This is an optimization exercise on Yosys and OpenROAD, whose aim is small area, a short achievable clock period and few clock cycles per item, not a production implementation.
In this exercise RTL edits were held to simulation tests only and were not proved equivalent to the original.

==> flow/design.v, too long to show whole: its modules and the start of the top module <==
// module chestnut_cordic: 613 lines
// module ks_add: 28 lines
// module sk_add: 28 lines
module chestnut_cordic (
    input  wire        clk,
    input  wire        rst,
    input  wire        in_valid,
    output wire        in_ready,
    input  wire [23:0] in_re,
    input  wire [23:0] in_im,
    input  wire [3:0]  in_ash,
    output reg         out_valid,
    output reg  [23:0] out_phase,
    output reg  [15:0] out_amp,
    output reg         out_sat
);
  // ...
==> flow/flow/run.sh <==
#!/bin/bash
set -euo pipefail
MARGIN=8.0
SETUP_SLACK_MARGIN=$MARGIN bash standard.sh SETUP_SLACK_MARGIN=$MARGIN finish > standard_flow.log 2>&1
==> flow/standard.sh <==
#!/bin/bash
# synth_recipe.tcl (not shown) runs the flow's synth.tcl, then flattens the netlist and writes it again
# the make line also repeats each setting of config.mk as NAME=value (left out here)
make -C /OpenROAD-flow-scripts/flow DESIGN_CONFIG=/design/flow/config.mk WORK_HOME=/design/flow/orfs CLKGATE_MAP_FILE= SYNTH_SCRIPT=/design/flow/synth_recipe.tcl "${@:-finish}"
==> flow/config.mk <==
export PLATFORM = sky130hd
export DESIGN_NAME = chestnut_cordic
export DESIGN_NICKNAME = chestnut_cordic
export VERILOG_FILES = /design/flow/design.v
export SDC_FILE = /design/flow/constraint.sdc
export NUM_CORES = 4
export LEC_CHECK = 0
export CAP_MARGIN = 20
export CORE_MARGIN = 2
export CORE_UTILIZATION = 65
export PLACE_DENSITY = 0.75
export SLEW_MARGIN = 20
==> flow/constraint.sdc <==
create_clock -name core_clock -period 12.0 [get_ports {clk}]
set_input_delay 2.4000 -clock core_clock [delete_from_list [all_inputs] [get_ports {clk}]]
set_output_delay 2.4000 -clock core_clock [all_outputs]
set_load 0.01 [all_outputs]
==> results.txt, run 1 <==
worst r2r src=q9_x[3]; most frequent cells in the layout=dfxtp_1 (1536), xnor2_1 (847), inv_1 (804); PortBufs=96; post-DR wirelength/cell=16.2 um; largest family of logic cells by synthesized area=adder cells; Final Hold Fails=0; post-synthesis register bit count=around 1.6k; routed wl met2=74100 um; vias in the first global route=50.4k; multi-input logic portion of the cell area=49.0%; WS Path Type=reg -> reg; #MultiIn Comb=4871; final cycle utilization of the critical path=35.9%; num rows=126; drt via density=5.29; via count=roughly 50k; register share of the cell area=between 30% and 40%; Post-Synth Simple-Gate Area=roughly 9.0%; CP Depth=18; area post-placement=79900 um^2; Crit Path Max Fanout=2; clk tree area frac=between 6 and 7%; dpl hpwl=113000 um; ys async rst share=0%; Crit-path slowest cell=or4_4; top cell type's share of synthesized area=41.1%; DRC viols=0; Hold Path Class=reg -> reg; max_cap viols=0; Most used DFF post-synth=dfxtp_1; synthesis-to-finish area growth=14.8%; total track usage=around a quarter; CTS tree=built; outcome=complete, no violations; nonclk buf count=approximately 290; most used cell, CP=fa_2
Testbench counts, summed over its fixed seeds: cycles 12,200, items 12,000.
==> run 2, diff against run 1 <==
--- a/flow/config.mk
+++ b/flow/config.mk
@@ -8,5 +8,6 @@
 export CAP_MARGIN = 20
 export CORE_MARGIN = 2
 export CORE_UTILIZATION = 65
+export CTS_BUF_LIST = sky130_fd_sc_hd__clkbuf_4 sky130_fd_sc_hd__clkbuf_8
 export PLACE_DENSITY = 0.75
 export SLEW_MARGIN = 20
==> results.txt, run 2 <==
Post-synth EDFFs=0 (unchanged); slew margin rel.=40.8% (was 40.0%); Crit-path slowest cell=or4_4 (unchanged); Mapped Avg Cell Area=10.4 um^2 (unchanged); CTS Sinks=1590 (unchanged); startpoint types=flop (unchanged); die area=122000 um^2 (unchanged); Crit Path Max Fanout=4 (was 2); Final Hold Fails=0 (unchanged); pins over their slew limit=0 (unchanged); total track usage=24.6% (was 24.7%); # nets final=8998 (was 8900); Worst EP required=12850 ps (was 12670 ps); CTS Hold Bufs=0 (unchanged); leading area contributor after synthesis=dfxtp_1 (unchanged); PortBufs=96 (unchanged); drt initial violations=2370 (was 2270); Worst EP arrival=5200 ps (was 4980 ps); Num CTS Buffers=239 (was 161); CTS tree=built (unchanged); outcome=complete, no violations (unchanged); Worst-path clk slew=60 ps (about the same); # setup viols final=0 (unchanged); num rows=126 (unchanged); Final Util=75.2% (was 75.3%); drt via density=5.26 (was 5.29); vias in the first global route=50.8k (was 50.4k); clk_skew=53.8 ps (was 20.9 ps); most common cell after layout, fill and taps aside=dfxtp_1 (unchanged); Clock H-tree levels=4 (unchanged); root buffer cell=clkbuf_8 (was clkbuf_16); top cells by area, synth=dfxtp_1 (41%), ha_1 (13%), xnor2_1 (9.7%) (unchanged); synthesis-to-finish area growth=14.8% (about the same); I/O Pins=98 (unchanged); RD Place Congestion=0.879 (unchanged); count leader, synth=dfxtp_1 (unchanged); area post-placement=79900 um^2 (unchanged); WS Path Type=reg -> reg (unchanged); Slew @ Worst Pin=887 ps (was 899 ps); Yosys warnings=23 (unchanged); post-DR wirelength/cell=15.9 um (was 16.2 um); largest net degree at the start of global routing=54 (unchanged); DRC viols=0 (unchanged); sequential-to-total area share from yosys stat=41.1% (unchanged); Syn Inst Count=7422 (unchanged); Worst Hold Launch=a6[13] (was q12_ash[1]); Die Ht=349 um (unchanged); Most used DFF post-synth=dfxtp_1 (unchanged); Total Routed Length=152000 um (about the same); ys async rst share=0% (unchanged); most used cell, CP=and3_4 (was fa_2); layout cells sized above 1=13.1% (was 11.1%); post-synthesis register bit count=1590 (unchanged); first-pass iteration count of the detailed router=5 (unchanged); core box area=118000 um^2 (unchanged); Mapped Area=77400 um^2 (unchanged); worst r2r src=q12_y[3] (was q9_x[3]); die width=349 um (unchanged); setup TNS=0 ps (unchanged); top cell type's share of synthesized area=41.1% (unchanged); minimum clock period=4350 ps (was 4310 ps); dpl hpwl=113000 um (unchanged); global route overflow=0 (unchanged); post-layout instance area=88800 um^2 (was 88900 um^2); via count=50.4k (was 49.8k); Crit. End Element=flop (unchanged); Max Freq=230 MHz (was 232 MHz); initial antenna violation count=3 (was 2); critical path cell sequence=or4_4 -> nor4_4 -> nand4_1 -> nand2_2 -> xnor2_4 -> fa_2 -> fa_2 -> nor2b_4 -> o2111ai_4 -> nor2_2 -> buf_4 -> and3_4 -> and4_4 -> and4_1 -> and3_4 -> and3_4 -> nand4_1 -> xnor2_1 (was or4_4 -> o41ai_4 -> xnor2_1 -> fa_2 -> fa_2 -> nor2b_1 -> o21a_1 -> o21a_1 -> o21ai_2 -> a211o_1 -> o21ai_2 -> nor4_2 -> nor4b_2 -> o21ai_1 -> nand2b_1 -> a21oi_2 -> fa_2 -> inv_1); later-pin clock latency in the skew report=960 ps (was 780 ps); Netlist cell types=96 (unchanged); most frequent cells in the layout=dfxtp_1 (1537), xnor2_1 (845), inv_1 (806) (was dfxtp_1 (1536), xnor2_1 (847), inv_1 (804)); first-pass GRT wire length=246000 um (was 247000 um); CP max stage delay=530 ps (was 540 ps); Detail Route Antenna Nets=0 (unchanged); RSZ-0062 raised after global routing=true (unchanged); Hold Path Class=reg -> reg (unchanged); initial core utilization=65.6% (unchanged); Critical Path Start=q12_y[3] (was q9_x[3]); final cycle utilization of the critical path=36.3% (was 35.9%); Post-synth top cells=dfxtp_1 (1590), xnor2_1 (860), inv_1 (816) (unchanged); Max Root-Sink Buffers=3 (unchanged); max_cap viols=0 (unchanged)
## run 2: cell counts after synthesis
Identical to the previous run, type by type.
## run 2: critical path, delay by kind of cell, from the launching register on
family                   cells  cell delay [ps]
AND/OR/NAND/NOR             12             2550
adder cells (fa/ha/maj)      2              780
flip-flops                   1              320
XOR/XNOR                     2              320
AO/OA/AOI/OAI                1              130
buffers and inverters        1              130
## run 2: final timing paths
check	endpoint	slack, ps	depth (start not counted)
worst min register to register	out_amp[13]	290	0
worst min-delay path	out_amp[13]	290	0
worst max-delay path	q13_x[23]	7650	18
worst max register to register	q13_x[23]	7650	18
## run 2: cell type report
cell class | instances | area (um^2)
Clock buffer | 360 | 4620
Sequential cell | 1590 | 31900
Tap cell | 1536 | 1920
Antenna cell | 3 | 7.51
Inverter | 818 | 3100
Timing Repair Buffer | 312 | 2920
Multi-Input combinational cell | 4871 | 43600
Clock inverter | 76 | 747
Fill cell | 8069 | 29200
## run 2: cell families (layout without fill, tap and decap cells)
logic type	Yosys count	in the layout	synth area share, %
flops	1590	1590	41.1
simple gates	1396	1396	9.03
xor+xnor	1291	1291	14.6
fa+ha+maj	1115	1115	21.1
compound gates	1020	1020	8.64
buf+inv	962	1566	4.70
mux	46	46	0.803
other cells	2	6	0.00970
## run 2: repair_timing
action,CTS,global route
cloned,3,3
hold endpoints to repair,0,0
setup buffers,90,103
setup endpoints to repair,232,194
gates resized for setup,260,300
pin swaps,81,169
## run 2: layer usage
layer	up-vias	wire length, um	global-route usage, %	share of wire (%)
met5	-	0	0	0
met4	0	4100	8.15	2.7
met3	319	5970	3.89	3.9
met2	930	73900	42.7	49
met1	23800	68100	31.1	45
li1	25300	-	-	-
## run 2: stage by stage
| step | hold slack [ps] | setup WS, ps | instances |
|---|---|---|---|
| floorplan | 310 | 7830 | 7423 |
| detailed placement | 312 | 7340 | 8928 |
| global placement | 310 | 7380 | 8928 |
| global route | 275 | 7460 | 9566 |
| CTS | 277 | 7680 | 9457 |
| finish | 294 | 7650 | 9566 |
==> run 3, diff against run 2 <==
==> flow/flow/run.sh (replaced) <==
#!/bin/bash
set -euo pipefail
MARGIN=8.4
SETUP_SLACK_MARGIN=$MARGIN bash standard.sh SETUP_SLACK_MARGIN=$MARGIN finish > standard_flow.log 2>&1
--- a/flow/config.mk
+++ b/flow/config.mk
@@ -5,9 +5,11 @@
 export SDC_FILE = /design/flow/constraint.sdc
 export NUM_CORES = 4
 export LEC_CHECK = 0
+export ABC_AREA = 1
 export CAP_MARGIN = 20
 export CORE_MARGIN = 2
 export CORE_UTILIZATION = 65
-export CTS_BUF_LIST = sky130_fd_sc_hd__clkbuf_4 sky130_fd_sc_hd__clkbuf_8
+export CTS_CLUSTER_DIAMETER = 80
+export CTS_CLUSTER_SIZE = 30
 export PLACE_DENSITY = 0.75
 export SLEW_MARGIN = 20
==> results.txt, run 3 <==
met2 Use GR=46.4% (was 42.7%); total track usage=26.2% (was 24.6%); max_cap viols=0 (unchanged); outcome=complete, no violations (unchanged); Yosys warnings=23 (unchanged); Clock H-tree levels=3 (was 4); die area=127000 um^2 (was 122000 um^2); I/O Pins=98 (unchanged); # setup viols final=0 (unchanged); Num CTS Buffers=74 (was 239); leading area contributor after synthesis=dfxtp_1 (unchanged); CTS Hold Bufs=0 (unchanged); core box area=123000 um^2 (was 118000 um^2); minimum clock period=3630 ps (was 4350 ps); top cells by area, synth=dfxtp_1 (39%), ha_1 (12%), fa_1 (7.9%) (was dfxtp_1 (41%), ha_1 (13%), xnor2_1 (9.7%)); Worst EP arrival=4240 ps (was 5200 ps); Final Util=71.3% (was 75.2%); most common cell after layout, fill and taps aside=dfxtp_1 (unchanged); startpoint types=flop (unchanged); R2R Setup Slk=8370 ps (was 7650 ps); Mapped Avg Cell Area=9.03 um^2 (was 10.4 um^2); Netlist cell types=65 (was 96); PortBufs=96 (unchanged); dpl hpwl=132000 um (was 113000 um); Crit-path slowest cell=fa_2 (was or4_4); ys async rst share=0% (unchanged); post-DR wirelength/cell=15.6 um (was 15.9 um); Critical path destination=q11_y[16] (was q13_x[23]); Crit Path Max Fanout=3 (was 4); final cycle utilization of the critical path=30.3% (was 36.3%); drt initial violations=3309 (was 2370); top cell type's share of synthesized area=39.4% (was 41.1%); slew margin rel.=37.6% (was 40.8%); Hold Path Class=reg -> reg (unchanged); Critical Path Start=q10_x[7] (was q12_y[3]); Slew @ Worst Pin=927 ps (was 887 ps); Worst EP required=12610 ps (was 12850 ps); RSZ-0062 raised after global routing=true (unchanged); met3 Track Usage GR=2.49% (was 3.89%); Total Routed Length=168000 um (was 152000 um); clk_skew=44.3 ps (was 53.8 ps); most used cell, CP=fa_2 (was and3_4); via count=56.5k (was 50.4k); num rows=129 (was 126); GR Layer Usage met1=33.8% (was 31.1%); post-synthesis register bit count=1590 (unchanged); initial core utilization=65.5% (was 65.6%); Most used DFF post-synth=dfxtp_1 (unchanged); layer with the highest usage=met2 (unchanged); CTS Sinks=1590 (unchanged); Post-synth top cells=dfxtp_1 (1590), inv_1 (1365), nand2_1 (1245) (was dfxtp_1 (1590), xnor2_1 (860), inv_1 (816)); synthesis-to-finish area growth=8.93% (was 14.8%); Die Ht=357 um (was 349 um); CTS tree=built (unchanged); pins over their slew limit=0 (unchanged); CP max stage delay=530 ps (about the same); critical path cell sequence=nor4_4 -> nand2_1 -> o41ai_2 -> xor2_1 -> fa_2 -> fa_2 -> nor2_2 -> a211oi_2 -> o21ai_1 -> nand2_1 -> nand2_2 -> a21o_1 -> nand3_2 -> nand2_2 -> a21oi_2 -> fa_2 -> inv_2 (was or4_4 -> nor4_4 -> nand4_1 -> nand2_2 -> xnor2_4 -> fa_2 -> fa_2 -> nor2b_4 -> o2111ai_4 -> nor2_2 -> buf_4 -> and3_4 -> and4_4 -> and4_1 -> and3_4 -> and3_4 -> nand4_1 -> xnor2_1); Max Freq=275 MHz (was 230 MHz); die width=357 um (was 349 um); Final Hold Fails=0 (unchanged); Mapped Area=80800 um^2 (was 77400 um^2); Detail Route Antenna Nets=0 (unchanged); first-pass GRT wire length=275000 um (was 246000 um); Max Root-Sink Buffers=3 (unchanged); count leader, synth=dfxtp_1 (unchanged); later-pin clock latency in the skew report=710 ps (was 960 ps); cell depth of the worst flop-to-flop path=17 (was 18); setup TNS=0 ps (unchanged); # nets final=10.3k (was 8998); DRC viols=0 (unchanged); RR Endpoint=q11_y[16] (was q13_x[23]); Crit. End Element=flop (unchanged); initial antenna violation count=0 (was 3); n_diodes=0 (was 3); sequential-to-total area share from yosys stat=39.4% (was 41.1%); first-pass iteration count of the detailed router=6 (was 5); Worst-path clk slew=100 ps (was 60 ps); WS Path Type=reg -> reg (unchanged); Post-synth EDFFs=0 (unchanged); largest net degree at the start of global routing=54 (unchanged); RD Place Congestion=0.910 (was 0.879); Syn Inst Count=8954 (was 7422); vias in the first global route=56.5k (was 50.8k); layout cells sized above 1=7.10% (was 13.1%); global route overflow=0 (unchanged); drt via density=5.23 (was 5.26); most frequent cells in the layout=dfxtp_1 (1520), inv_1 (1338), nand2_1 (1205) (was dfxtp_1 (1537), xnor2_1 (845), inv_1 (806)); root buffer cell=clkbuf_16 (was clkbuf_8); worst r2r src=q10_x[7] (was q12_y[3])
run 3: cell types whose count changed in the layout (fill, tap and decap cells not counted), moves of 117 or more:
cell | before | now
nand2_1 | 247 | 1205
inv_1 | 806 | 1338
nand3_1 | 85 | 415
clkbuf_8 | 307 | 4
xnor2_1 | 845 | 543
a21oi_1 | 238 | 477
nor2_1 | 382 | 610
xor2_1 | 429 | 636
nor2b_1 | 117 | 0
run 3: worst min-delay path by stage:
stage / from / to / slack, ps / cells after the start
3_3_place_gp: a4[2] / a5[2] / 310 / 0
5_1_grt: q8_ash[2] / q9_ash[2] / 320 / 0
3_5_place_dp: a4[12] / a5[12] / 310 / 0
2_1_floorplan: m2_z / a1[17] / 310 / 0
4_1_cts: q8_ash[2] / q9_ash[2] / 320 / 0
6_report: q8_ash[2] / q9_ash[2] / 310 / 0
run 3: layer usage:
layer	wire length, um	part of all wire (%)	vias to the layer above
met2	81900	49	947
met3	5570	3.3	285
met5	0	0	-
li1	-	-	28600
met1	75500	45	26600
met4	4900	2.9	0
run 3: worst max-delay path: cells and delay by family, from the launching register on:
kind / cells / cell delay, ps
adders and majority gates: 3 / 1370
AOI/OAI and AO/OA: 5 / 780
and+or+nand+nor: 7 / 850
buffers and inverters: 1 / 30
xor gates and xnor gates: 1 / 160
DFF: 1 / 370
run 3: per-stage QoR:
step | cells | worst slack (ps) | area (um^2) | hold WS [ps]
CTS | 10700 | 8380 | 86200 | 323
global route | 10800 | 8170 | 88000 | 322
global placement | 10600 | 7990 | 83400 | 310
detailed placement | 10600 | 7810 | 83400 | 312
finish | 10800 | 8370 | 88000 | 314
floorplan | 8955 | 8400 | 80800 | 310
run 3: cell type report:
class                      count  area (um^2)
clock buffer                  83         2020
clock inverter                32          463
inverter                    1377         5220
timing repair buffer         214         1950
tap                         1637         2050
fill                        9509        35400
multi-input combinational   5860        44400
sequential                  1590        32000
run 3: kinds of logic (layout without fill, tap and decap cells):
group | Yosys count | after routing | share of synthesized area [%]
buffers and inverters | 1505 | 1706 | 7.09
xor gates and xnor gates | 1184 | 1184 | 12.8
AOI/OAI and AO/OA | 979 | 979 | 6.88
DFF | 1590 | 1590 | 39.4
and+or+nand+nor | 2583 | 2583 | 13.6
adders and majority gates | 1111 | 1111 | 20.2
other | 2 | 3 | 0.00929
run 3: repair_timing:
action                     CTS  global route
pin swaps                   11            99
cloned                       0             6
setup endpoints to repair  251           274
gates resized for setup    302           277
setup buffers               17            80
==> run 4, diff against run 3 <==
==> flow/flow/run.sh (replaced) <==
#!/bin/bash
set -euo pipefail
MARGIN=8.0
SETUP_SLACK_MARGIN=$MARGIN MATCH_CELL_FOOTPRINT=0 bash standard.sh SETUP_SLACK_MARGIN=$MARGIN MATCH_CELL_FOOTPRINT=0 finish > standard_flow.log 2>&1
--- a/flow/config.mk
+++ b/flow/config.mk
@@ -5,7 +5,6 @@
 export SDC_FILE = /design/flow/constraint.sdc
 export NUM_CORES = 4
 export LEC_CHECK = 0
-export ABC_AREA = 1
 export CAP_MARGIN = 20
 export CORE_MARGIN = 2
 export CORE_UTILIZATION = 65
==> results.txt, run 4 <==
PortBufs=96 (unchanged); placed cells=8928 (was 10.6k); RD Place Congestion=0.878 (was 0.910); top cell type's share of synthesized area=41.1% (was 39.4%); initial core utilization=65.6% (was 65.5%); synthesis-to-finish area growth=11.1% (was 8.93%); dpl hpwl=113000 um (was 132000 um); max_cap viols=0 (unchanged); Hold Path Class=reg -> reg (unchanged); top layer in use=met4 (unchanged); CTS Hold Bufs=0 (unchanged); slew margin rel.=41.2% (was 37.6%); RR Endpoint=q10_y[16] (was q11_y[16]); startpoint types=flop (unchanged); pins over their slew limit=0 (unchanged); Most used DFF post-synth=dfxtp_1 (unchanged); DRC viols=0 (unchanged); Detail Route Antenna Nets=0 (unchanged); Post-synth EDFFs=0 (unchanged); Die Ht=349 um (was 357 um); Worst EP required=12610 ps (about the same); ys async rst share=0% (unchanged); CP Depth=18 (was 17); Mapped Avg Cell Area=10.4 um^2 (was 9.03 um^2); count leader, synth=dfxtp_1 (unchanged); largest net degree at the start of global routing=54 (unchanged); clk_skew=30.5 ps (was 44.3 ps); # nets final=8819 (was 10.3k); CTS tree=built (unchanged); Netlist cell types=96 (was 65); Crit Path Max Fanout=3 (unchanged); routed wl met2=71800 um (was 81900 um); Slew @ Worst Pin=881 ps (was 927 ps); Num CTS Buffers=71 (was 74); Crit. End Element=flop (unchanged); hold endpoint=q17_b[11] (was q9_ash[2]); die width=349 um (was 357 um); post-DR wirelength/cell=16.0 um (was 15.6 um); Max Freq=225 MHz (was 275 MHz); met3 routed WL=5110 um (was 5570 um); worst hold path depth=0 (unchanged); cell depth of the worst flop-to-flop path=18 (was 17); sequential-to-total area share from yosys stat=41.1% (was 39.4%); Mapped Area=77400 um^2 (was 80800 um^2); top cells by area, synth=dfxtp_1 (41%), ha_1 (13%), xnor2_1 (9.7%) (was dfxtp_1 (39%), ha_1 (12%), fa_1 (7.9%)); Worst path top cell family by delay=compound AO/OA/AOI/OAI gates (was adder cells); num rows=126 (was 129); Max Root-Sink Buffers=3 (unchanged); CTS Sinks=1590 (unchanged); I/O Pins=98 (unchanged); WS Path Type=reg -> reg (unchanged); most frequent cells in the layout=dfxtp_1 (1525), xnor2_1 (841), inv_1 (804) (was dfxtp_1 (1520), inv_1 (1338), nand2_1 (1205)); initial antenna violation count=1 (was 0); WL met1=67200 um (was 75500 um); leading area contributor after synthesis=dfxtp_1 (unchanged); critical path cell sequence=or4_4 -> o41ai_4 -> xnor2_2 -> fa_2 -> fa_2 -> nor2b_1 -> o21a_1 -> o21a_1 -> o21ai_2 -> a211o_1 -> o21ai_2 -> nor4_2 -> nor4b_2 -> o21ai_1 -> nand2b_1 -> a21oi_2 -> fa_2 -> inv_1 (was nor4_4 -> nand2_1 -> o41ai_2 -> xor2_1 -> fa_2 -> fa_2 -> nor2_2 -> a211oi_2 -> o21ai_1 -> nand2_1 -> nand2_2 -> a21o_1 -> nand3_2 -> nand2_2 -> a21oi_2 -> fa_2 -> inv_2); # setup viols final=0 (unchanged); first-pass iteration count of the detailed router=5 (was 6); root buffer cell=clkbuf_16 (unchanged); most used cell, CP=fa_2 (unchanged); fin cells=9223 (was 10.8k); RSZ-0062 raised after global routing=true (unchanged); core box area=118000 um^2 (was 123000 um^2); Worst-path clk slew=110 ps (was 100 ps); first-pass GRT wire length=242000 um (was 275000 um); n_diodes=0 (unchanged); post-synthesis register bit count=1590 (unchanged); setup TNS=0 ps (unchanged); R2R Setup Slk=7560 ps (was 8370 ps); CP max stage delay=530 ps (about the same); vias in the first global route=49.3k (was 56.5k); drt via density=5.34 (was 5.23); minimum clock period=4440 ps (was 3630 ps); drt initial violations=2581 (was 3309); die area=122000 um^2 (was 127000 um^2); global route overflow=0 (unchanged); Final Hold Fails=0 (unchanged); later-pin clock latency in the skew report=700 ps (was 710 ps); fill count=8386 (was 9509); WP buf/inv=1 (unchanged); Clock H-tree levels=3 (unchanged); total track usage=24.1% (was 26.2%); worst r2r src=q9_x[3] (was q10_x[7]); Worst Hold Launch=q16_b[11] (was q8_ash[2]); outcome=complete, no violations (unchanged); Worst EP arrival=5050 ps (was 4240 ps); Post-synth top cells=dfxtp_1 (1590), xnor2_1 (860), inv_1 (816) (was dfxtp_1 (1590), inv_1 (1365), nand2_1 (1245)); Yosys warnings=23 (unchanged); most common cell after layout, fill and taps aside=dfxtp_1 (unchanged); Total Routed Length=148000 um (was 168000 um); Syn Inst Count=7422 (was 8954); Crit-path slowest cell=or4_4 (was fa_2); via count=49.2k (was 56.5k); final cycle utilization of the critical path=37.0% (was 30.3%); hold slack=317 ps (was 314 ps); layout cells sized above 1=9.70% (was 7.10%)
run 4: changes by cell type in the layout (fill, tap and decap cells not counted), moves of 83 or more:
cell     change
nand3_1    -330
xor2_1     -209
nor2b_1    +118
xnor2_1    +298
o21a_1      +83
nor2_1     -229
nand2_1    -958
inv_1      -534
a21oi_1    -241
run 4: cell families after synthesis:
kind of cell / share of synthesized area (%)
buf+inv: 4.70
simple gates: 9.03
fa+ha+maj: 21.1
xor+xnor: 14.6
flops: 41.1
compound gates: 8.64
mux: 0.803
other cells: 0.00970
run 4: worst max path at each step:
stage	start	to
floorplan	q9_x[3]	q10_y[17]
global placement	q9_x[3]	q10_y[17]
detailed placement	q9_x[3]	q10_y[16]
CTS	q9_x[3]	q10_y[16]
global route	q9_x[3]	q10_y[16]
finish	q9_x[3]	q10_y[16]
run 4: cell type report:
cell class                      count  area (um^2)  share of cell area (%)
Clock buffer                       78         1910                    2.22
Clock inverter                     29          442                   0.514
Inverter                          818         3100                    3.61
Multi-Input combinational cell   4872        43800                    50.9
Sequential cell                  1590        32000                    37.2
Tap cell                         1536         1920                    2.23
Timing Repair Buffer              300         2870                    3.34
run 4: metrics by stage:
stage	utilization (%)	cell area [um^2]	setup slack [ps]
floorplan	-	77500	7830
global placement	67.7	79900	7360
detailed placement	67.7	79900	7370
CTS	70.8	83600	7590
global route	72.8	86000	7390
finish	72.8	86000	7560
run 4: per-layer routing:
layer / GRT usage, % / vias to the layer above
met3: 2.55 / 216
met2: 42.0 / 756
met4: 6.69 / 0
met1: 31.8 / 23400
met5: 0 / -
li1: - / 24800
run 4: timing repair:
action	CTS	global route
setup endpoints to repair	216	205
resized for setup	217	345
pin swaps	65	191
buffers inserted	66	115
gates cloned	3	4
==> run 5, diff against run 4 <==
--- a/flow/config.mk
+++ b/flow/config.mk
@@ -5,6 +5,7 @@
 export SDC_FILE = /design/flow/constraint.sdc
 export NUM_CORES = 4
 export LEC_CHECK = 0
+export ABC_AREA = 1
 export CAP_MARGIN = 20
 export CORE_MARGIN = 2
 export CORE_UTILIZATION = 65
==> results.txt, run 5 <==
drt initial violations=3319 (was 2581); Netlist cell types=65 (was 96); total track usage=25.8% (was 24.1%); Worst path top cell family by delay=buffers and inverters (was compound AO/OA/AOI/OAI gates); global route overflow=0 (unchanged); minimum clock period=3940 ps (was 4440 ps); leading area contributor after synthesis=dfxtp_1 (unchanged); Worst Hold Launch=m1_ash[2] (was q16_b[11]); die width=357 um (was 349 um); most common cell after layout, fill and taps aside=dfxtp_1 (unchanged); Max Freq=254 MHz (was 225 MHz); Post-synth EDFFs=0 (unchanged); Slew @ Worst Pin=1010 ps (was 881 ps); first-pass GRT wire length=270000 um (was 242000 um); WP buf/inv=1 (unchanged); Max Root-Sink Buffers=3 (unchanged); RD Place Congestion=0.916 (was 0.878); Most used DFF post-synth=dfxtp_1 (unchanged); Yosys warnings=23 (unchanged); top cell type's share of synthesized area=39.4% (was 41.1%); n_diodes=0 (unchanged); Post-synth top cells=dfxtp_1 (1590), inv_1 (1365), nand2_1 (1245) (was dfxtp_1 (1590), xnor2_1 (860), inv_1 (816)); # setup viols final=0 (unchanged); top cells by area, synth=dfxtp_1 (39%), ha_1 (12%), fa_1 (7.9%) (was dfxtp_1 (41%), ha_1 (13%), xnor2_1 (9.7%)); Crit. End Element=output port (was flop); CTS Sinks=1590 (unchanged); startpoint types=flop (unchanged); Die Ht=357 um (was 349 um); slew margin rel.=31.6% (was 41.2%); CP max stage delay=520 ps (was 530 ps); CTS tree=built (unchanged); Num CTS Buffers=75 (was 71); Worst-path clk slew=100 ps (was 110 ps); critical path cell sequence=clkdlybuf4s50_1 (was or4_4 -> o41ai_4 -> xnor2_2 -> fa_2 -> fa_2 -> nor2b_1 -> o21a_1 -> o21a_1 -> o21ai_2 -> a211o_1 -> o21ai_2 -> nor4_2 -> nor4b_2 -> o21ai_1 -> nand2b_1 -> a21oi_2 -> fa_2 -> inv_1); setup TNS=0 ps (unchanged); final cycle utilization of the critical path=32.8% (was 37.0%); dpl hpwl=131000 um (was 113000 um); Syn Inst Count=8954 (was 7422); sequential-to-total area share from yosys stat=39.4% (was 41.1%); pins over their slew limit=0 (unchanged); area post-placement=83400 um^2 (was 79900 um^2); most frequent cells in the layout=dfxtp_1 (1579), inv_1 (1361), nand2_1 (1240) (was dfxtp_1 (1525), xnor2_1 (841), inv_1 (804)); layout cells sized above 1=3.07% (was 9.70%); core box area=123000 um^2 (was 118000 um^2); post-DR wirelength/cell=15.2 um (was 16.0 um); Mapped Avg Cell Area=9.03 um^2 (was 10.4 um^2); die area=127000 um^2 (was 122000 um^2); num rows=129 (was 126); Worst EP arrival=1540 ps (was 5050 ps); Crit Path Max Fanout=1 (was 3); max_cap viols=0 (unchanged); # nets final=10.2k (was 8819); root buffer cell=clkbuf_16 (unchanged); largest net degree at the start of global routing=54 (unchanged); Detail Route Antenna Nets=0 (unchanged); post-layout instance area=86200 um^2 (was 86000 um^2); via count=55.9k (was 49.2k); first-pass iteration count of the detailed router=6 (was 5); initial antenna violation count=0 (was 1); clk_skew=25.2 ps (was 30.5 ps); Total Routed Length=163000 um (was 148000 um); outcome=complete, no violations (unchanged); worst r2r src=q6_y[2] (was q9_x[3]); Crit-path slowest cell=clkdlybuf4s50_1 (was or4_4); later-pin clock latency in the skew report=700 ps (about the same); Critical Path Start=out_phase[21] (was q9_x[3]); Worst EP required=9600 ps (was 12610 ps); Hold Path Class=reg -> reg (unchanged); I/O Pins=98 (unchanged); drt via density=5.23 (was 5.34); Final Hold Fails=0 (unchanged); PortBufs=96 (unchanged); count leader, synth=dfxtp_1 (unchanged); WS Path Type=reg -> out (was reg -> reg); synthesis-to-finish area growth=6.66% (was 11.1%); post-synthesis register bit count=1590 (unchanged); Clock H-tree levels=3 (unchanged); vias in the first global route=55.3k (was 49.3k); Mapped Area=80800 um^2 (was 77400 um^2); RSZ-0062 raised after global routing=false (was true); initial core utilization=65.5% (was 65.6%); DRC viols=0 (unchanged); ys async rst share=0% (unchanged)
run 5: path summary, 6_finish.rpt:
check	to	slack [ps]	depth (start not counted)
worst max-delay path	out_phase[21]	8060	1
worst min-delay path	m2_ash[2]	310	0
worst max register to register	q7_x[26]	8250	21
worst min register to register	m2_ash[2]	310	0
run 5: worst reg2reg max path: cells and delay by family, from the launching register on:
kind | cells | cell delay (ps)
flops | 1 | 360
simple gates | 11 | 1000
compound gates | 3 | 750
fa+ha+maj | 2 | 820
xor+xnor | 1 | 140
buf+inv | 4 | 580
run 5: cell type report:
cell class                 count  area, um^2
clock buffer                  81        1960
clock inverter                39         523
fill                        9791       37300
inverter                    1377        5180
multi-input combinational   5860       43400
sequential                  1590       31800
tap                         1637        2050
timing repair buffer         117        1230
run 5: layer usage:
layer	wire, um	GRT usage, %	vias to the layer above
met5	0	0	-
met4	3690	7.00	0
met3	5620	2.28	227
met2	80100	45.9	928
met1	73600	33.5	26300
li1	-	-	28500
run 5: kinds of logic after synthesis:
| family | synth area share, % |
|---|---|
| and+or+nand+nor | 13.6 |
| DFF | 39.4 |
| buffers and inverters | 7.09 |
| xor gates and xnor gates | 12.8 |
| adders and majority gates | 20.2 |
| AOI/OAI and AO/OA | 6.88 |
| other | 0.00929 |
run 5: per-stage QoR:
| stage | utilization, % | hold slack (ps) | cells | worst slack (ps) |
|---|---|---|---|---|
| floorplan | - | 310 | 8955 | 8180 |
| global placement | 67.6 | 310 | 10600 | 7970 |
| detailed placement | 67.6 | 312 | 10600 | 7860 |
| CTS | 69.6 | 315 | 10700 | 8000 |
| global route | 69.8 | 322 | 10700 | 7990 |
| finish | 69.8 | 314 | 10700 | 8060 |
run 5: timing repair:
item / in CTS / in global routing
pin swaps: 0 / 2
setup endpoints to repair: 44 / 103
hold buffers: 0 / 0
resized for setup: 34 / 59
buffers inserted: 0 / 4
==> run 6, diff against run 5 <==
==> flow/flow/run.sh (replaced) <==
#!/bin/bash
set -euo pipefail
MARGIN=8.4
SETUP_SLACK_MARGIN=$MARGIN MATCH_CELL_FOOTPRINT=0 bash standard.sh SETUP_SLACK_MARGIN=$MARGIN MATCH_CELL_FOOTPRINT=0 finish > standard_flow.log 2>&1
==> results.txt, run 6 <==
outcome=complete, no violations (unchanged); fin cells=10.8k (was 10.7k); global route overflow=0 (unchanged); DRC viols=0 (unchanged); ys async rst share=0% (unchanged); Total Routed Length=165000 um (was 163000 um); final setup margin=8440 ps (was 8060 ps); CP max stage delay=350 ps (was 520 ps); Crit. End Element=output port (unchanged); RD Place Congestion=0.895 (was 0.916); pins over their slew limit=0 (unchanged); RSZ-0062 raised after global routing=true (was false); Max Freq=281 MHz (was 254 MHz); I/O Pins=98 (unchanged); PortBufs=96 (unchanged); Most used DFF post-synth=dfxtp_1 (unchanged); slew margin rel.=35.4% (was 31.6%); root buffer cell=clkbuf_16 (unchanged); Final Util=71.2% (was 69.8%); Crit-path slowest cell=dfxtp_2 (was clkdlybuf4s50_1); Post-synth EDFFs=0 (unchanged); Syn Inst Count=8954 (unchanged); drt initial violations=3494 (was 3319); die width=357 um (unchanged); max_cap viols=0 (unchanged); critical path cell sequence=buf_6 (was clkdlybuf4s50_1); count leader, synth=dfxtp_1 (unchanged); most frequent cells in the layout=dfxtp_1 (1517), inv_1 (1339), nand2_1 (1208) (was dfxtp_1 (1579), inv_1 (1361), nand2_1 (1240)); core box area=123000 um^2 (unchanged); WS Path Type=reg -> out (unchanged); cell depth of the worst flop-to-flop path=18 (was 21); Num CTS Buffers=74 (was 75); leading area contributor after synthesis=dfxtp_1 (unchanged); Detail Route Antenna Nets=0 (unchanged); n_diodes=0 (unchanged); # nets final=10.3k (was 10.2k); post-synthesis register bit count=1590 (unchanged); Worst Hold Launch=q15_b[5] (was m1_ash[2]); final cycle utilization of the critical path=29.7% (was 32.8%); clk_skew=39.7 ps (was 25.2 ps); via count=56.6k (was 55.9k); worst r2r src=q8_x[1] (was q6_y[2]); Worst EP arrival=1160 ps (was 1540 ps); top cell type's share of synthesized area=39.4% (unchanged); largest net degree at the start of global routing=54 (unchanged); first-pass GRT wire length=270000 um (about the same); synthesis-to-finish area growth=8.86% (was 6.66%); WP buf/inv=1 (unchanged); # setup viols final=0 (unchanged); minimum clock period=3560 ps (was 3940 ps); CTS Sinks=1590 (unchanged); post-DR wirelength/cell=15.3 um (was 15.2 um); CTS tree=built (unchanged); top cells by area, synth=dfxtp_1 (39%), ha_1 (12%), fa_1 (7.9%) (unchanged); sequential-to-total area share from yosys stat=39.4% (unchanged); Crit Path Max Fanout=1 (unchanged); Clock H-tree levels=3 (unchanged); pre-CTS setup slack=8000 ps (was 7860 ps); CTS Hold Bufs=0 (unchanged); RR Endpoint=q9_y[17] (was q7_x[26]); die area=127000 um^2 (unchanged); placed cells=10.6k (about the same); Final Hold Fails=0 (unchanged); Die Ht=357 um (unchanged); startpoint types=flop (unchanged); hold endpoint=q16_b[5] (was m2_ash[2]); later-pin clock latency in the skew report=710 ps (was 700 ps); drt via density=5.24 (was 5.23); Worst EP required=9600 ps (about the same); initial core utilization=65.5% (unchanged); Mapped Area=80800 um^2 (unchanged); first-pass iteration count of the detailed router=8 (was 6); Hold Path Class=reg -> reg (unchanged); Worst path top cell family by delay=flip-flops (was buffers and inverters); Yosys warnings=23 (unchanged); Mapped Avg Cell Area=9.03 um^2 (unchanged); worst hold path depth=0 (unchanged); vias in the first global route=56.4k (was 55.3k); R2R Setup Slk=8480 ps (was 8250 ps); setup TNS=0 ps (unchanged); most common cell after layout, fill and taps aside=dfxtp_1 (unchanged); Netlist cell types=65 (unchanged); Max Root-Sink Buffers=3 (unchanged); total track usage=25.7% (was 25.8%); num rows=129 (unchanged); initial antenna violation count=0 (unchanged); layout cells sized above 1=7.02% (was 3.07%); Worst-path clk slew=110 ps (was 100 ps); Slew @ Worst Pin=961 ps (was 1010 ps); dpl hpwl=130000 um (was 131000 um); Post-synth top cells=dfxtp_1 (1590), inv_1 (1365), nand2_1 (1245) (unchanged)
run 6: cell count changes in the layout (fill, tap and decap cells not counted), moves of 14 or more:
cell and change:
buf_2 +14, buf_4 +85, buf_6 +16, clkbuf_2 +14, dfxtp_1 -62, dfxtp_2 +49
dlymetal6s2s_1 -31, fa_1 -23, fa_2 +23, inv_1 -22, nand2_1 -32, nand2_2 +20
o21ai_0 -15
run 6: logic make-up (layout without fill, tap and decap cells):
group	count (synthesis)	after routing	synth area share, %
simple gates	2583	2583	13.6
flops	1590	1590	39.4
buf+inv	1505	1712	7.09
xor+xnor	1184	1184	12.8
fa+ha+maj	1111	1111	20.2
compound gates	979	979	6.88
other cells	2	3	0.00929
run 6: per-stage QoR:
step | cell area, um^2 | hold WS (ps)
final | 88000 | 323
after global routing | 88000 | 330
after CTS | 86300 | 315
after detailed placement | 83400 | 312
after global placement | 83400 | 310
after floorplan | 80800 | 310
run 6: timing repair:
item                       CTS  global route
pin swaps                   16            87
cloned                       1             7
buffers inserted            19            77
gates resized for setup    243           265
setup endpoints to repair  236           216
run 6: cell type report:
| cell class | instances | area, um^2 |
|---|---|---|
| Sequential cell | 1590 | 32000 |
| Timing Repair Buffer | 214 | 1940 |
| Timing Repair inverter | 2 | 12.5 |
| Clock inverter | 37 | 492 |
| Clock buffer | 82 | 2000 |
| Tap cell | 1637 | 2050 |
| Inverter | 1377 | 5220 |
| Multi-Input combinational cell | 5860 | 44300 |
| Fill cell | 9498 | 35500 |
run 6: how the worst max path moves through the flow:
stage / startpoint / to / slack [ps] / cells past startpoint
after floorplan: in_im[23] / sg_in / 8400 / 6
after global placement: q14_x[2] / q15_y[8] / 8030 / 20
after detailed placement: q2_y[26] / q3_y[17] / 8000 / 17
after CTS: out_phase[2] / out_phase[2] / 8310 / 1
after global routing: q12_y[6] / q13_x[17] / 8270 / 18
final: out_phase[19] / out_phase[19] / 8440 / 1
run 6: per-layer routing:
metal  part of all wire (%)  vias to the layer above  global-route usage [%]
li1                       -                    28600                       -
met3                    3.4                      268                    2.34
met5                      0                        -                       0
met4                    2.7                        0                    7.84
met2                     49                     1043                    46.3
met1                     44                    26700                    32.6
==> run 7, diff against run 6 <==
==> flow/flow/run.sh (replaced) <==
#!/bin/bash
set -euo pipefail
MARGIN=8.8
SETUP_SLACK_MARGIN=$MARGIN MATCH_CELL_FOOTPRINT=0 bash standard.sh SETUP_SLACK_MARGIN=$MARGIN MATCH_CELL_FOOTPRINT=0 finish > standard_flow.log 2>&1
==> results.txt, run 7 <==
Mapped Area=80800 um^2 (unchanged); critical path cell sequence=nor4_4 -> nand2_2 -> o41ai_4 -> xor2_1 -> fa_2 -> fa_2 -> nor2_2 -> a211oi_2 -> o21ai_2 -> buf_4 -> buf_6 -> buf_6 -> buf_6 -> buf_6 -> buf_6 -> buf_6 -> buf_6 -> buf_6 -> buf_6 -> xor2_4 (was buf_6); Max Freq=272 MHz (was 281 MHz); total track usage=26.9% (was 25.7%); # nets final=10.5k (was 10.3k); fill count=8536 (was 9498); drt via density=5.32 (was 5.24); Slew @ Worst Pin=1220 ps (was 961 ps); synthesis-to-finish area growth=14.6% (was 8.86%); Post-synth top cells=dfxtp_1 (1590), inv_1 (1365), nand2_1 (1245) (unchanged); sequential-to-total area share from yosys stat=39.4% (unchanged); largest net degree at the start of global routing=38 (was 54); Total Routed Length=180000 um (was 165000 um); Syn Inst Count=8954 (unchanged); first-pass iteration count of the detailed router=6 (was 8); CP max stage delay=370 ps (was 350 ps); num rows=129 (unchanged); post-DR wirelength/cell=16.3 um (was 15.3 um); post-layout instance area=92600 um^2 (was 88000 um^2); die width=357 um (unchanged); initial core utilization=65.5% (unchanged); Hold Path Class=reg -> reg (unchanged); die area=127000 um^2 (unchanged); Worst-path clk slew=110 ps (about the same); Detail Route Antenna Nets=0 (unchanged); layout cells sized above 1=14.3% (was 7.02%); most frequent cells in the layout=dfxtp_1 (1449), inv_1 (1279), nand2_1 (1120) (was dfxtp_1 (1517), inv_1 (1339), nand2_1 (1208)); I/O Pins=98 (unchanged); Mapped Avg Cell Area=9.03 um^2 (unchanged); CTS Sinks=1590 (unchanged); post-synthesis register bit count=1590 (unchanged); Clock H-tree levels=3 (unchanged); minimum clock period=3680 ps (was 3560 ps); final cycle utilization of the critical path=30.7% (was 29.7%); setup TNS=0 ps (unchanged); Most used DFF post-synth=dfxtp_1 (unchanged); most common cell after layout, fill and taps aside=dfxtp_1 (unchanged); slew margin rel.=18.2% (was 35.4%); dpl hpwl=130000 um (about the same); WS Path Type=reg -> reg (was reg -> out); top cells by area, synth=dfxtp_1 (39%), ha_1 (12%), fa_1 (7.9%) (unchanged); Worst EP arrival=4280 ps (was 1160 ps); # setup viols final=0 (unchanged); pins over their slew limit=0 (unchanged); area post-placement=83500 um^2 (was 83400 um^2); register area=32100 um^2 (was 32000 um^2); CTS tree=built (unchanged); Num CTS Buffers=77 (was 74); startpoint types=flop (unchanged); Multi-input gate area=46200 um^2 (was 44300 um^2); Crit Path Max Fanout=2 (was 1); Post-synth EDFFs=0 (unchanged); vias in the first global route=57.4k (was 56.4k); count leader, synth=dfxtp_1 (unchanged); Yosys warnings=23 (unchanged); core box area=123000 um^2 (unchanged); Die Ht=357 um (unchanged); RD Place Congestion=0.916 (was 0.895); clk_skew=26.8 ps (was 39.7 ps); ys async rst share=0% (unchanged); outcome=complete, no violations (unchanged); Crit. End Element=flop (was output port); DRC viols=0 (unchanged); Max Root-Sink Buffers=3 (unchanged); root buffer cell=clkbuf_16 (unchanged); Worst EP required=12600 ps (was 9600 ps); top cell type's share of synthesized area=39.4% (unchanged); Netlist cell types=65 (unchanged); most used cell, CP=buf_6; Final Hold Fails=0 (unchanged); RSZ-0062 raised after global routing=true (unchanged); initial antenna violation count=0 (unchanged); leading area contributor after synthesis=dfxtp_1 (unchanged); drt initial violations=3289 (was 3494); global route overflow=0 (unchanged); max_cap viols=0 (unchanged); first-pass GRT wire length=281000 um (was 270000 um); later-pin clock latency in the skew report=700 ps (was 710 ps); via count=58.8k (was 56.6k); Crit-path slowest cell=dfxtp_4 (was dfxtp_2); PortBufs=96 (unchanged)
-- run 7: cell counts after synthesis --
Identical to the previous run, type by type.
-- run 7: final timing paths --
kind	to	slack, ps	from	cells past startpoint
max	q11_y[6]	8320	q10_x[1]	20
min	q4_ash[0]	310	q3_ash[0]	0
max reg2reg	q11_y[6]	8320	q10_x[1]	20
min reg2reg	q4_ash[0]	310	q3_ash[0]	0
-- run 7: cell type report --
class,instances,share of cell area (%)
inverters,1377,5.67
repair buffers,459,4.62
repair inverters,1,0.00540
multi-input cells,5863,49.9
diodes,1,0.00270
flip-flops and latches,1590,34.7
well taps,1637,2.21
clock buffers,86,2.24
clock inverters,39,0.677
-- run 7: cells by family (layout without fill, tap and decap cells) --
| kind of cell | Yosys count | after routing | share of synthesized area, % |
|---|---|---|---|
| simple gates | 2583 | 2585 | 13.6 |
| flops | 1590 | 1590 | 39.4 |
| buf+inv | 1505 | 1962 | 7.09 |
| xor+xnor | 1184 | 1184 | 12.8 |
| fa+ha+maj | 1111 | 1111 | 20.2 |
| compound gates | 979 | 980 | 6.88 |
| other cells | 2 | 4 | 0.00929 |
-- run 7: worst max-delay path: cells and delay by family (launching register included) --
family          cells  cell delay [ps]
simple gates        3              530
buf+inv            10             1070
xor+xnor            2              430
flops               1              370
fa+ha+maj           2              460
compound gates      3              680
-- run 7: stage by stage --
step,hold slack (ps),setup slack (ps),std cells,util [%]
after floorplan,310,8660,8955,-
after global placement,310,7890,10600,67.6
after detailed placement,312,7830,10600,67.6
after CTS,314,8400,10900,72.5
after global routing,321,8270,11100,75.0
final,311,8320,11100,75.0
-- run 7: routing by layer --
metal	share of wire [%]	routed length, um	GRT usage [%]	vias up
met4	3.5	6280	8.49	0
met5	0	0	0	-
met1	43	78200	34.5	27900
met3	3.8	6800	2.50	396
met2	49	89000	47.7	1327
li1	-	-	-	29200
-- run 7: timing repair --
action,CTS,global route
resized for setup,616,565
pin swaps,170,256
gates cloned,9,4
hold buffers,0,0
setup buffers,208,133
endpoints found under the setup margin,526,450
==> run 8, diff against run 7 <==
==> flow/flow/run.sh (replaced) <==
#!/bin/bash
set -euo pipefail
MARGIN=9.2
SETUP_SLACK_MARGIN=$MARGIN MATCH_CELL_FOOTPRINT=0 bash standard.sh SETUP_SLACK_MARGIN=$MARGIN MATCH_CELL_FOOTPRINT=0 finish > standard_flow.log 2>&1
==> results.txt, run 8 <==
critical path cell sequence=nor4_4 -> nand3_2 -> o21ai_4 -> xor2_1 -> fa_2 -> fa_2 -> o21ai_4 -> nand3_4 -> nor2_4 -> nand2_4 -> nor2_4 -> nand2_4 -> nor2_4 -> and3_4 -> nand2_4 -> nor2_4 -> ha_4 -> xor2_1 (was nor4_4 -> nand2_2 -> o41ai_4 -> xor2_1 -> fa_2 -> fa_2 -> nor2_2 -> a211oi_2 -> o21ai_2 -> buf_4 -> buf_6 -> buf_6 -> buf_6 -> buf_6 -> buf_6 -> buf_6 -> buf_6 -> buf_6 -> buf_6 -> xor2_4); CTS Sinks=1590 (unchanged); Worst EP arrival=4340 ps (was 4280 ps); Num CTS Buffers=79 (was 77); drt via density=5.45 (was 5.32); top cells by area, synth=dfxtp_1 (39%), ha_1 (12%), fa_1 (7.9%) (unchanged); n_diodes=0 (was 1); first-pass GRT wire length=301000 um (was 281000 um); Detail Route Antenna Nets=0 (unchanged); Worst-path clk slew=120 ps (was 110 ps); final cycle utilization of the critical path=30.9% (was 30.7%); clk_skew=27.4 ps (was 26.8 ps); post-layout instance area=99400 um^2 (was 92600 um^2); Slew @ Worst Pin=1580 ps (was 1220 ps); most frequent cells in the layout=dfxtp_1 (1432), inv_1 (1203), nand2_1 (967) (was dfxtp_1 (1449), inv_1 (1279), nand2_1 (1120)); initial antenna violation count=4 (was 0); minimum clock period=3710 ps (was 3680 ps); WS Path Type=reg -> reg (unchanged); startpoint types=flop (unchanged); pre-CTS setup slack=8050 ps (was 7830 ps); R2R Setup Slk=8290 ps (was 8320 ps); post-DR wirelength/cell=18.0 um (was 16.3 um); worst r2r src=q12_y[8] (was q10_x[1]); die width=357 um (unchanged); first-pass iteration count of the detailed router=7 (was 6); Critical path destination=q13_x[17] (was q11_y[6]); Clock H-tree levels=3 (unchanged); RR Endpoint=q13_x[17] (was q11_y[6]); DRC viols=0 (unchanged); Mapped Area=80800 um^2 (unchanged); Crit. End Element=flop (unchanged); core box area=123000 um^2 (unchanged); max_cap viols=1 (was 0); total track usage=28.9% (was 26.9%); pins over their slew limit=5 (was 0); CP Depth=18 (was 20); Post-synth top cells=dfxtp_1 (1590), inv_1 (1365), nand2_1 (1245) (unchanged); Crit-path slowest cell=fa_2 (was dfxtp_4); Worst path top cell family by delay=simple AND/OR/NAND/NOR gates (was buffers and inverters); Total Routed Length=205000 um (was 180000 um); CTS Hold Bufs=0 (unchanged); Yosys warnings=23 (unchanged); I/O Pins=98 (unchanged); global route overflow=0 (unchanged); post-synthesis register bit count=1590 (unchanged); later-pin clock latency in the skew report=730 ps (was 700 ps); Critical Path Start=q12_y[8] (was q10_x[1]); top cell type's share of synthesized area=39.4% (unchanged); RSZ-0062 raised after global routing=true (unchanged); Netlist cell types=65 (unchanged); root buffer cell=clkbuf_16 (unchanged); most common cell after layout, fill and taps aside=dfxtp_1 (unchanged); Max Root-Sink Buffers=3 (unchanged); CTS tree=built (unchanged); cell depth of the worst flop-to-flop path=18 (was 20); WP buf/inv=0 (was 10); most used cell, CP=nor2_4 (was buf_6); initial core utilization=65.5% (unchanged); Syn Inst Count=8954 (unchanged); area post-placement=84200 um^2 (was 83500 um^2); Post-synth EDFFs=0 (unchanged); via count=62.0k (was 58.8k); dpl hpwl=132000 um (was 130000 um); CP max stage delay=390 ps (was 370 ps); Crit Path Max Fanout=2 (unchanged); Most used DFF post-synth=dfxtp_1 (unchanged); vias in the first global route=61.3k (was 57.4k); ys async rst share=0% (unchanged); final setup margin=8290 ps (was 8320 ps); die area=127000 um^2 (unchanged); layout cells sized above 1=24.1% (was 14.3%); leading area contributor after synthesis=dfxtp_1 (unchanged); Worst EP required=12630 ps (was 12600 ps); Mapped Avg Cell Area=9.03 um^2 (unchanged); count leader, synth=dfxtp_1 (unchanged); Die Ht=357 um (unchanged); RD Place Congestion=0.909 (was 0.916); sequential-to-total area share from yosys stat=39.4% (unchanged); setup TNS=0 ps (unchanged); # nets final=10.8k (was 10.5k); largest net degree at the start of global routing=39 (was 38); slew margin rel.=-6.28% (was 18.2%); fill count=7379 (was 8536); # setup viols final=0 (unchanged); layout check fault list=capacitance limit, slew limit; synthesis-to-finish area growth=22.9% (was 14.6%); num rows=129 (unchanged); drt initial violations=4313 (was 3289); PortBufs=96 (unchanged); Max Freq=270 MHz (was 272 MHz); Final Hold Fails=0 (unchanged); Hold Path Class=reg -> reg (unchanged); outcome=failed layout checks (was complete, no violations)
run 8: layer usage:
metal  vias up  global-route usage, %  part of all wire (%)
met2      1789                   51.1                    50
met1     29700                   36.7                    41
met3       643                   2.85                   4.5
met5         -                      0                 0.014
met4         4                   10.2                   4.4
li1      29800                      -                     -
run 8: worst min path at each step:
stage | from | to | slack (ps) | cells after the start
6_report | q20_b[15] | q21_b[15] | 320 | 0
5_1_grt | q0_b[1] | q1_b[1] | 320 | 0
4_1_cts | q0_b[1] | q1_b[1] | 310 | 0
3_5_place_dp | a1[9] | a2[9] | 310 | 0
3_3_place_gp | q9_ash[3] | q10_ash[3] | 310 | 0
2_1_floorplan | m2_z | a1[17] | 310 | 0
run 8: logic make-up after synthesis:
family,after synthesis,synth area share (%)
XOR/XNOR,1184,12.8
buffers and inverters,1505,7.09
other,2,0.00929
AND/OR/NAND/NOR,2583,13.6
AO/OA/AOI/OAI,979,6.88
adder cells (fa/ha/maj),1111,20.2
flip-flops,1590,39.4
run 8: through the flow:
step | instances | hold slack (ps) | util [%]
after global placement | 10600 | 310 | 68.2
after detailed placement | 10600 | 312 | 68.2
final | 11400 | 317 | 80.5
after global routing | 11400 | 317 | 80.5
after floorplan | 8955 | 310 | -
after CTS | 11100 | 312 | 75.8
run 8: final cells by class:
| type | instances | area [um^2] | area share (%) |
|---|---|---|---|
| Multi-Input combinational cell | 5862 | 49500 | 49.8 |
| Sequential cell | 1590 | 32200 | 32.4 |
| Timing Repair Buffer | 769 | 7480 | 7.52 |
| Inverter | 1377 | 5370 | 5.40 |
| Clock buffer | 90 | 2120 | 2.14 |
| Tap cell | 1637 | 2050 | 2.06 |
| Clock inverter | 45 | 636 | 0.640 |
| Timing Repair inverter | 4 | 27.5 | 0.0277 |
run 8: timing repair:
item / in CTS / in global routing
setup buffers: 423 / 220
endpoints found under the hold margin: 0 / 0
gates cloned: 17 / 4
setup endpoints to repair: 750 / 656
resized for setup: 1088 / 1014
pin swaps: 358 / 432
==> run 9, diff against run 8 <==
==> flow/flow/run.sh (replaced) <==
#!/bin/bash
set -euo pipefail
MARGIN=8.6
SETUP_SLACK_MARGIN=$MARGIN MATCH_CELL_FOOTPRINT=0 bash standard.sh SETUP_SLACK_MARGIN=$MARGIN MATCH_CELL_FOOTPRINT=0 finish > standard_flow.log 2>&1
==> results.txt, run 9 <==
outcome=complete, no violations (was failed layout checks); Post-synth EDFFs=0 (unchanged); Num CTS Buffers=74 (was 79); post-DR wirelength/cell=16.0 um (was 18.0 um); first-pass GRT wire length=279000 um (was 301000 um); Multi-input gate area=45300 um^2 (was 49500 um^2); Netlist cell types=65 (unchanged); Crit. End Element=output port (was flop); drt via density=5.27 (was 5.45); Final Util=73.1% (was 80.5%); Detail Route Antenna Nets=0 (unchanged); Worst-path clk slew=100 ps (was 120 ps); Yosys warnings=23 (unchanged); die area=127000 um^2 (unchanged); initial antenna violation count=1 (was 4); core box area=123000 um^2 (unchanged); largest net degree at the start of global routing=39 (unchanged); fill count=9251 (was 7379); most frequent cells in the layout=dfxtp_1 (1480), inv_1 (1312), nand2_1 (1162) (was dfxtp_1 (1432), inv_1 (1203), nand2_1 (967)); Die Ht=357 um (unchanged); setup TNS=0 ps (unchanged); hold endpoint=q11_ash[2] (was q21_b[15]); CTS Sinks=1590 (unchanged); final setup margin=8420 ps (was 8290 ps); Hold Path Class=reg -> reg (unchanged); ys async rst share=0% (unchanged); Max Freq=279 MHz (was 270 MHz); slew margin rel.=23.5% (was -6.28%); layout cells sized above 1=10.7% (was 24.1%); RSZ-0062 raised after global routing=true (unchanged); top cells by area, synth=dfxtp_1 (39%), ha_1 (12%), fa_1 (7.9%) (unchanged); Mapped Avg Cell Area=9.03 um^2 (unchanged); area post-placement=83400 um^2 (was 84200 um^2); I/O Pins=98 (unchanged); vias in the first global route=57.2k (was 61.3k); Most used DFF post-synth=dfxtp_1 (unchanged); pre-CTS setup slack=7870 ps (was 8050 ps); later-pin clock latency in the skew report=700 ps (was 730 ps); final cycle utilization of the critical path=29.8% (was 30.9%); post-synthesis register bit count=1590 (unchanged); dpl hpwl=132000 um (about the same); RD Place Congestion=0.913 (was 0.909); critical path cell sequence=buf_6 (was nor4_4 -> nand3_2 -> o21ai_4 -> xor2_1 -> fa_2 -> fa_2 -> o21ai_4 -> nand3_4 -> nor2_4 -> nand2_4 -> nor2_4 -> nand2_4 -> nor2_4 -> and3_4 -> nand2_4 -> nor2_4 -> ha_4 -> xor2_1); n_diodes=0 (unchanged); num rows=129 (unchanged); Post-synth top cells=dfxtp_1 (1590), inv_1 (1365), nand2_1 (1245) (unchanged); first-pass iteration count of the detailed router=9 (was 7); via count=57.5k (was 62.0k); register area=32000 um^2 (was 32200 um^2); Worst EP arrival=1180 ps (was 4340 ps); top cell type's share of synthesized area=39.4% (unchanged); sequential-to-total area share from yosys stat=39.4% (unchanged); drt initial violations=3556 (was 4313); PortBufs=96 (unchanged); CTS Hold Bufs=0 (unchanged); DRC viols=0 (unchanged); Crit Path Max Fanout=1 (was 2); initial core utilization=65.5% (unchanged); most common cell after layout, fill and taps aside=dfxtp_1 (unchanged); count leader, synth=dfxtp_1 (unchanged); # setup viols final=0 (unchanged); die width=357 um (unchanged); cell depth of the worst flop-to-flop path=16 (was 18); Syn Inst Count=8954 (unchanged); Crit-path slowest cell=dfxtp_2 (was fa_2); WS Path Type=reg -> out (was reg -> reg); RR Endpoint=q14_y[8] (was q13_x[17]); R2R Setup Slk=8430 ps (was 8290 ps); post-layout instance area=90200 um^2 (was 99400 um^2); Clock H-tree levels=3 (unchanged); Mapped Area=80800 um^2 (unchanged); Max Root-Sink Buffers=3 (unchanged); Worst EP required=9600 ps (was 12630 ps); startpoint types=flop (unchanged); CP max stage delay=370 ps (was 390 ps); clk_skew=29.9 ps (was 27.4 ps); Worst Hold Launch=q10_ash[2] (was q20_b[15]); global route overflow=0 (unchanged); synthesis-to-finish area growth=11.6% (was 22.9%); Total Routed Length=175000 um (was 205000 um); total track usage=26.7% (was 28.9%); CTS tree=built (unchanged); pins over their slew limit=0 (was 5); Final Hold Fails=0 (unchanged); root buffer cell=clkbuf_16 (unchanged); # nets final=10.4k (was 10.8k); minimum clock period=3580 ps (was 3710 ps); leading area contributor after synthesis=dfxtp_1 (unchanged); Slew @ Worst Pin=1140 ps (was 1580 ps); max_cap viols=0 (was 1); WP buf/inv=1 (was 0); Worst path top cell family by delay=flip-flops (was simple AND/OR/NAND/NOR gates); worst r2r src=q13_x[4] (was q12_y[8]); worst hold path depth=0 (unchanged)
run 9: cell type report:
type | instances | area share [%]
clock inverter | 34 | 0.599
multi-input combinational | 5863 | 50.2
inverter | 1377 | 5.81
clock buffer | 80 | 2.17
tap | 1637 | 2.27
timing repair inverter | 1 | 0.00555
sequential | 1590 | 35.5
timing repair buffer | 344 | 3.47
run 9: what timing repair did:
action                     4_1_cts  5_1_grt
setup endpoints to repair      408      339
buffers inserted               107      117
pin swaps                       93      183
gates resized for setup        453      401
gates cloned                     5        8
run 9: worst max path at each step:
stage,start,to,cells past startpoint,slack (ps)
2_1_floorplan,q10_x[2],q11_y[17],17,8600
3_3_place_gp,q7_y[21],q8_x[22],15,7910
3_5_place_dp,q7_y[21],q8_x[22],15,7870
4_1_cts,out_amp[4],out_amp[4],1,8380
5_1_grt,q11_y[4],q12_x[17],18,8330
6_report,out_amp[4],out_amp[4],1,8420
run 9: logic make-up (layout without fill, tap and decap cells):
logic type	Yosys count	count (layout)	synth area share [%]
buf+inv	1505	1836	7.09
xor+xnor	1184	1184	12.8
fa+ha+maj	1111	1111	20.2
flops	1590	1590	39.4
compound gates	979	980	6.88
other cells	2	3	0.00929
simple gates	2583	2585	13.6
run 9: per-stage QoR:
step | cells | hold WS (ps)
finish | 10900 | 317
global route | 10900 | 316
CTS | 10800 | 323
detailed placement | 10600 | 312
global placement | 10600 | 310
floorplan | 8955 | 310
run 9: per-layer routing:
layer | global-route usage, % | wire, um | vias up
met5 | 0 | 13 | -
met2 | 47.7 | 86900 | 1197
met4 | 8.39 | 4820 | 2
li1 | - | - | 28900
met3 | 2.65 | 6740 | 294
met1 | 33.9 | 76700 | 27100

-- re-timing with driven ports --
Ports are ideal in the flow. The routed layouts listed here were re-timed in OpenROAD. Step 1 sets driving cells, clkbuf_16 on the clock port and buf_2 on the other inputs (assumed; they add their load-dependent delay and slew). Step 2 moves the port delays by t, midway between the first and last clock arrival at a register: inputs arrive t later, outputs are due t later. That takes back most of the time a late clock gives input paths. a / b / c = no drivers / after step 1 / after step 2; a / b = the first two.
| run | shift t [ns] | slack for setup (ns) | latest minus earliest clock arrival (ns) | slew at the worst register clock pin (ns) |
|---|---|---|---|---|
| run 1 | 0.839 | 7.690 / 7.690 / 7.690 | 0.032 / 0.032 | 0.07 / 0.07 |
| run 2 | 0.999 | 7.645 / 7.645 / 7.645 | 0.064 / 0.064 | 0.07 / 0.07 |
| run 3 | 0.758 | 8.370 / 8.370 / 8.111 | 0.046 / 0.047 | 0.11 / 0.11 |
| run 4 | 0.760 | 7.561 / 7.561 / 7.561 | 0.044 / 0.043 | 0.11 / 0.11 |
| run 5 | 0.758 | 8.060 / 7.990 / 8.094 | 0.033 / 0.033 | 0.11 / 0.11 |
| run 6 | 0.766 | 8.440 / 8.367 / 8.146 | 0.050 / 0.050 | 0.11 / 0.11 |
| run 7 | 0.770 | 8.321 / 8.321 / 8.213 | 0.047 / 0.047 | 0.11 / 0.11 |
| run 8 | 0.784 | 8.295 / 8.295 / 8.295 | 0.051 / 0.051 | 0.12 / 0.12 |
| run 9 | 0.776 | 8.422 / 8.343 / 8.202 | 0.045 / 0.045 | 0.11 / 0.11 |
The setup slack of run 6, which loses most, moves by -0.073 ns with the drivers and by -0.294 ns with both steps.
